Source: an optimization exercise on an open RTL-to-GDS flow (aim: small area, a short achievable clock period and few clock cycles). Production flows keep margins and buffers that such runs may drop. RTL that was checked went through simulation tests only; none was proved equivalent to the original. No activity file was given, so power comes from the tool's default toggle rates.

main:
// lay_dpu
module lay_dpu (
    input  wire        clk,
    input  wire        rst,           
    input  wire        cmd_valid,
    output wire        cmd_ready,
    input  wire [5:0]  cmd_op,
    input  wire [1:0]  cmd_acc,       
    input  wire [1:0]  cmd_lanes,     
    input  wire [1:0]  cmd_part,      
    input  wire [2:0]  cmd_t,         
    input  wire        cmd_sat,
    input  wire        cmd_rnd,       
    input  wire        cmd_int,       
    input  wire        cmd_trk,       
    input  wire [23:0] cmd_a,
    input  wire [23:0] cmd_b,
    input  wire [23:0] cmd_c,
    input  wire [23:0] cmd_d,
    input  wire [23:0] cmd_e,
    output reg         rsp_valid,
    output reg  [23:0] rsp_data,
    output reg         rsp_annul,
    output reg  [5:0]  rsp_flags,
    output reg  [4:0]  rsp_bx
);
export LEC_CHECK = 0
export ABC_AREA = 1
export CAP_MARGIN = 20
export CORE_MARGIN = 2
export CORE_UTILIZATION = 30
export PLACE_DENSITY = 0.5
export SLEW_MARGIN = 20
create_clock -name core_clock -period 20.0 [get_ports {clk}]
standard.sh (not shown) runs the stock make flow with config.mk's settings and CLKGATE_MAP_FILE= SYNTH_SCRIPT=/design/flow/synth_recipe.tcl, a recipe that flattens the netlist after the stock synthesis.
==> flow/flow/run.sh <==
#!/bin/bash
# Layout flow: the standard flow (standard.sh), with ORFS's timing
# repair asked to leave a setup margin (so that it sizes and buffers the
# paths that set the achieved period) and the ports buffered with buf_4.
export SETUP_SLACK_MARGIN=14.8
export BUFFER_PORTS_ARGS="-buffer_cell sky130_fd_sc_hd__buf_4"
bash standard.sh > standard.log 2>&1
Testbench counts of main, summed over its fixed seeds: cycles 11,502.
Changes in the feature branch relative to main:
--- a/flow/design.v
+++ b/flow/design.v
@@ -144,19 +144,18 @@
     lay_add25 u_as (.a({1'b0, as_x}), .b({1'b0, as_y}), .cin(as_sub0), .s(as_s));
     wire as_ov  = (as_x[23] == as_y[23]) & (as_s[23] != as_x[23]);
     wire [23:0] as_lim = as_x[23] ? 24'h800000 : 24'h7FFFFF;
     wire [23:0] as_r   = (as_ov & sat0) ? as_lim : as_s[23:0];
     wire [23:0] a0f = {~a0[23], a0[22:0]};
     wire [23:0] b0f = {~b0[23], b0[22:0]};
     wire [23:0] c0f = {~c0[23], c0[22:0]};
-    wire a_ge_b, a_ge_c, c_ge_b;
-    lay_cmp24 u_cab (.a(a0f), .b(~b0f), .cin(1'b1), .co(a_ge_b));
+    wire a_ge_c, c_ge_b;
     lay_cmp24 u_cac (.a(a0f), .b(~c0f), .cin(1'b1), .co(a_ge_c));
     lay_cmp24 u_ccb (.a(c0f), .b(~b0f), .cin(1'b1), .co(c_ge_b));
-    wire a_lt_b = ~a_ge_b;
+    wire a_lt_b = as_s[23] ^ as_ov;     
     wire c_gt_a = ~a_ge_c;
     wire c_lt_b = ~c_ge_b;
     wire clamp_c = c_gt_a & c_lt_b;           
     wire clamp_a = ~c_gt_a & a_lt_b;
     wire clamp_b = ~clamp_c & ~clamp_a;
     wire [23:0] clamp_r = clamp_c ? c0 : (clamp_a ? a0 : b0);
     reg [23:0] r_s1;
==> comparison <==
- Compare the feature branch and main | count of clock-buffer cells in the layout higher: main
- Wire length of the first global-routing pass for the feature branch: 7.1% up relative to main
- The feature branch has non-clock buffer contribution to total cell area above what main had.
- Summary of the feature branch over main: minimum setup slack after placement now smaller, register share of total power now smaller, power share of the clock group moved up, critical path depth in cells has increased, final instance area +3000 um^2.
- The feature branch ended with every stage complete and zero timing, DRC or antenna violations.
- main completed end to end with timing, DRC and antenna clean.
- In the flow results for the feature branch and main, the static leakage power is larger on the feature branch.
Function not checked in the feature branch: the RTL went through the layout flow alone.

* * *

== nickel ==
lay_dpu, a different RTL version from the one above (not shown whole).
Size: ~8,500 cells after synthesis, ~650 flip-flops, roughly 180 I/O pins, roughly 60,000 um2 of cells after synthesis.
==> flow/config.mk <==
export PLATFORM = sky130hd
export DESIGN_NAME = lay_dpu
export DESIGN_NICKNAME = lay_dpu
export VERILOG_FILES = /design/flow/design.v
export SDC_FILE = /design/flow/constraint.sdc
export NUM_CORES = 8
export LEC_CHECK = 0
export ABC_AREA = 1
export CAP_MARGIN = 20
export CORE_MARGIN = 2
export CORE_UTILIZATION = 30
export PLACE_DENSITY = 0.5
export SLEW_MARGIN = 20
==> flow/constraint.sdc <==
create_clock -name core_clock -period 20.0 [get_ports {clk}]
set_input_delay 4.0000 -clock core_clock [delete_from_list [all_inputs] [get_ports {clk}]]
set_output_delay 4.0000 -clock core_clock [all_outputs]
set_load 0.01 [all_outputs]
Scripts as last shown in full above: flow/flow/run.sh
Input-level comparison between lagoon and nickel:
--- a/flow/design.v
+++ b/flow/design.v
@@ -220,21 +220,20 @@
     reg        vf1, cf1, sf1, wv1, wc1, zr1;
     reg        c_alu, c_shl, c_shr, c_shrl, c_scale, c_scla, c_lerp, c_tlu,
                c_sta, c_lda, c_rdp, c_wrp, c_clra, c_mul, c_acc, c_rdf,
                c_wrf, c_rdbx, c_bxclr;
     reg [3:0]  ts1;                   
     reg [1:0]  pt1;
     reg [4:0]  shamt;
     reg        sh_neg, cnz1;
     reg [23:0] r1;                    
     reg [56:0] ms1, mc1;
-    reg [55:0] acc_t;                 
     always @(posedge clk) begin
         if (rst_q) v1 <= 1'b0;
         else     v1 <= v0 & ~((lt0 | hz0) & ~rdy_q);
         last1   <= rdy_q;
         first1  <= (k0 == 2'd0);
         ts1     <= 4'b0001 << tg_s1;
         pt1     <= pt0;
         shamt   <= shamt_s1;
         sh_neg  <= sh_s1[5];
         int1    <= int0;
@@ -268,20 +267,22 @@
         wv1     <= wv_s1;
         wc1     <= wc_s1;
         zr1     <= zr_s1;
         cnz1    <= (cnt_s1 != 5'd0);
         r1      <= r_s1;
         ms1     <= ms;
         mc1     <= mc;
     end
     reg [55:0] acc0, acc1, acc2, acc3;
     reg        vacc_q;                
+    wire [55:0] acc_t = ({56{ts1[0]}} & acc0) | ({56{ts1[1]}} & acc1) |
+                        ({56{ts1[2]}} & acc2) | ({56{ts1[3]}} & acc3);
     reg [5:0]  f_q;
     reg [4:0]  bx_q;
     wire       bv = f_q[FBV];
     wire [56:0] add_a = ({57{c_acc}}  & {acc_t[55], acc_t}) |
                         ({57{c_lerp}} & {{10{r1[23]}}, r1, rnd1, 22'd0}) |
                         ({57{c_tlu}}  & {25'd0, r1, rnd1, 7'd0});
     wire [56:0] csa_s = add_a ^ ms1 ^ mc1;
     wire [56:0] csa_c = (add_a & ms1) | (add_a & mc1) | (ms1 & mc1);
     wire [56:0] sum;
     lay_add57 u_add (.a(csa_s), .b({csa_c[55:0], 1'b0}), .cin(1'b0), .s(sum));
@@ -368,34 +369,20 @@
     wire        rsb_z0 = ~rsb_d1[1];
     wire [4:0]  sta_rsb = sta_sat ? 5'd0 : {rsb_z4, rsb_z3, rsb_z2, rsb_z1, rsb_z0};
     wire [23:0] rsb_eq;
     assign rsb_eq[23] = 1'b1;
     generate
         for (gj = 22; gj >= 0; gj = gj - 1) begin : g_rsbeq
             assign rsb_eq[gj] = rsb_eq[gj+1] & (sta_raw[gj] == sta_raw[23]);
         end
     endgenerate
     wire rsb_lt = (bx_q != 5'd0) & (sta_sat | ~rsb_eq[5'd23 - bx_q]);
-    wire [3:0] ts_s1 = 4'b0001 << tg_s1;
-    reg  [55:0] acc_s1;
-    always @* begin
-        case (tg_s1)
-            2'd0:    acc_s1 = acc0;
-            2'd1:    acc_s1 = acc1;
-            2'd2:    acc_s1 = acc2;
-            default: acc_s1 = acc3;
-        endcase
-    end
-    wire byp_w = v1 & wr_t & ((ts1 & ts_s1) != 4'd0);
-    wire byp_c = v1 & c_clra & ((r1[3:0] & ts_s1) != 4'd0);
-    always @(posedge clk)
-        acc_t <= byp_w ? acc_w : (byp_c ? 56'd0 : acc_s1);
     reg  [5:0] f_n;
     reg  [4:0] bx_n;
     always @* begin
         f_n  = f_q;
         bx_n = bx_q;
         if (w_zn) begin
             f_n[FZ] = (zv_s2 == 24'd0);
             f_n[FN] = zv_s2[23];
         end
         if (scla_do) begin
## What came out
lagoon finished all stages; the layout is clean. Compare nickel and lagoon | highest net fanout along the worst path higher: nickel. Measured against each other, nickel and lagoon differ in layout buffering overhead excluding clock cells, the lower figure coming from nickel. In the metrics for nickel and lagoon, the one carrying the higher share of total power in combinational logic is lagoon. Internal power consumption ends up higher on nickel. Against nickel, lagoon reports a multi-input gate area in the final layout that is higher. Fmax: lagoon lower than nickel. | part of the total power dissipated in sequential elements | higher: nickel |. | die outline area | lagoon vs nickel | better |. Largest family of logic cells by synthesized area = compound AO/OA/AOI/OAI gates: nickel; largest family of logic cells by synthesized area = simple AND/OR/NAND/NOR gates: lagoon.
No functional check of the RTL was part of any run of this note.

-- afterwards: timing with drivers on the ports --
How much do the figures lean on ideal ports? The routed layouts below were timed once more, with nothing changed but the port constraints.
Step 1 sets driving cells, clkbuf_16 on the clock port and buf_2 on the other inputs (assumed; they add their load-dependent delay and slew).
Step 2 adds t to the input delays and takes it off the output delays; t is the mean of the earliest and latest rising clock arrival at the registers after step 1. Input paths then give back, and output paths get back, about the clock's delay inside the block.
Three values: no drivers, after step 1, after step 2; two values: the first two.
run	t (ns)	slack for setup (ns)	latest minus earliest clock arrival (ns)	slew at the worst register clock pin (ns)
main	0.797	14.743 / 14.666 / 14.809	0.052 / 0.053	0.08 / 0.08
the feature branch	0.786	14.089 / 14.089 / 14.089	0.072 / 0.071	0.07 / 0.07
nickel	0.818	14.547 / 14.547 / 14.369	0.089 / 0.089	0.07 / 0.07
lagoon	0.782	14.495 / 14.495 / 14.495	0.044 / 0.044	0.07 / 0.07
After both steps setup and hold are still met in every run listed. The setup slack of nickel, which loses most, moves by 0.000 ns with the drivers and by -0.178 ns with both steps.
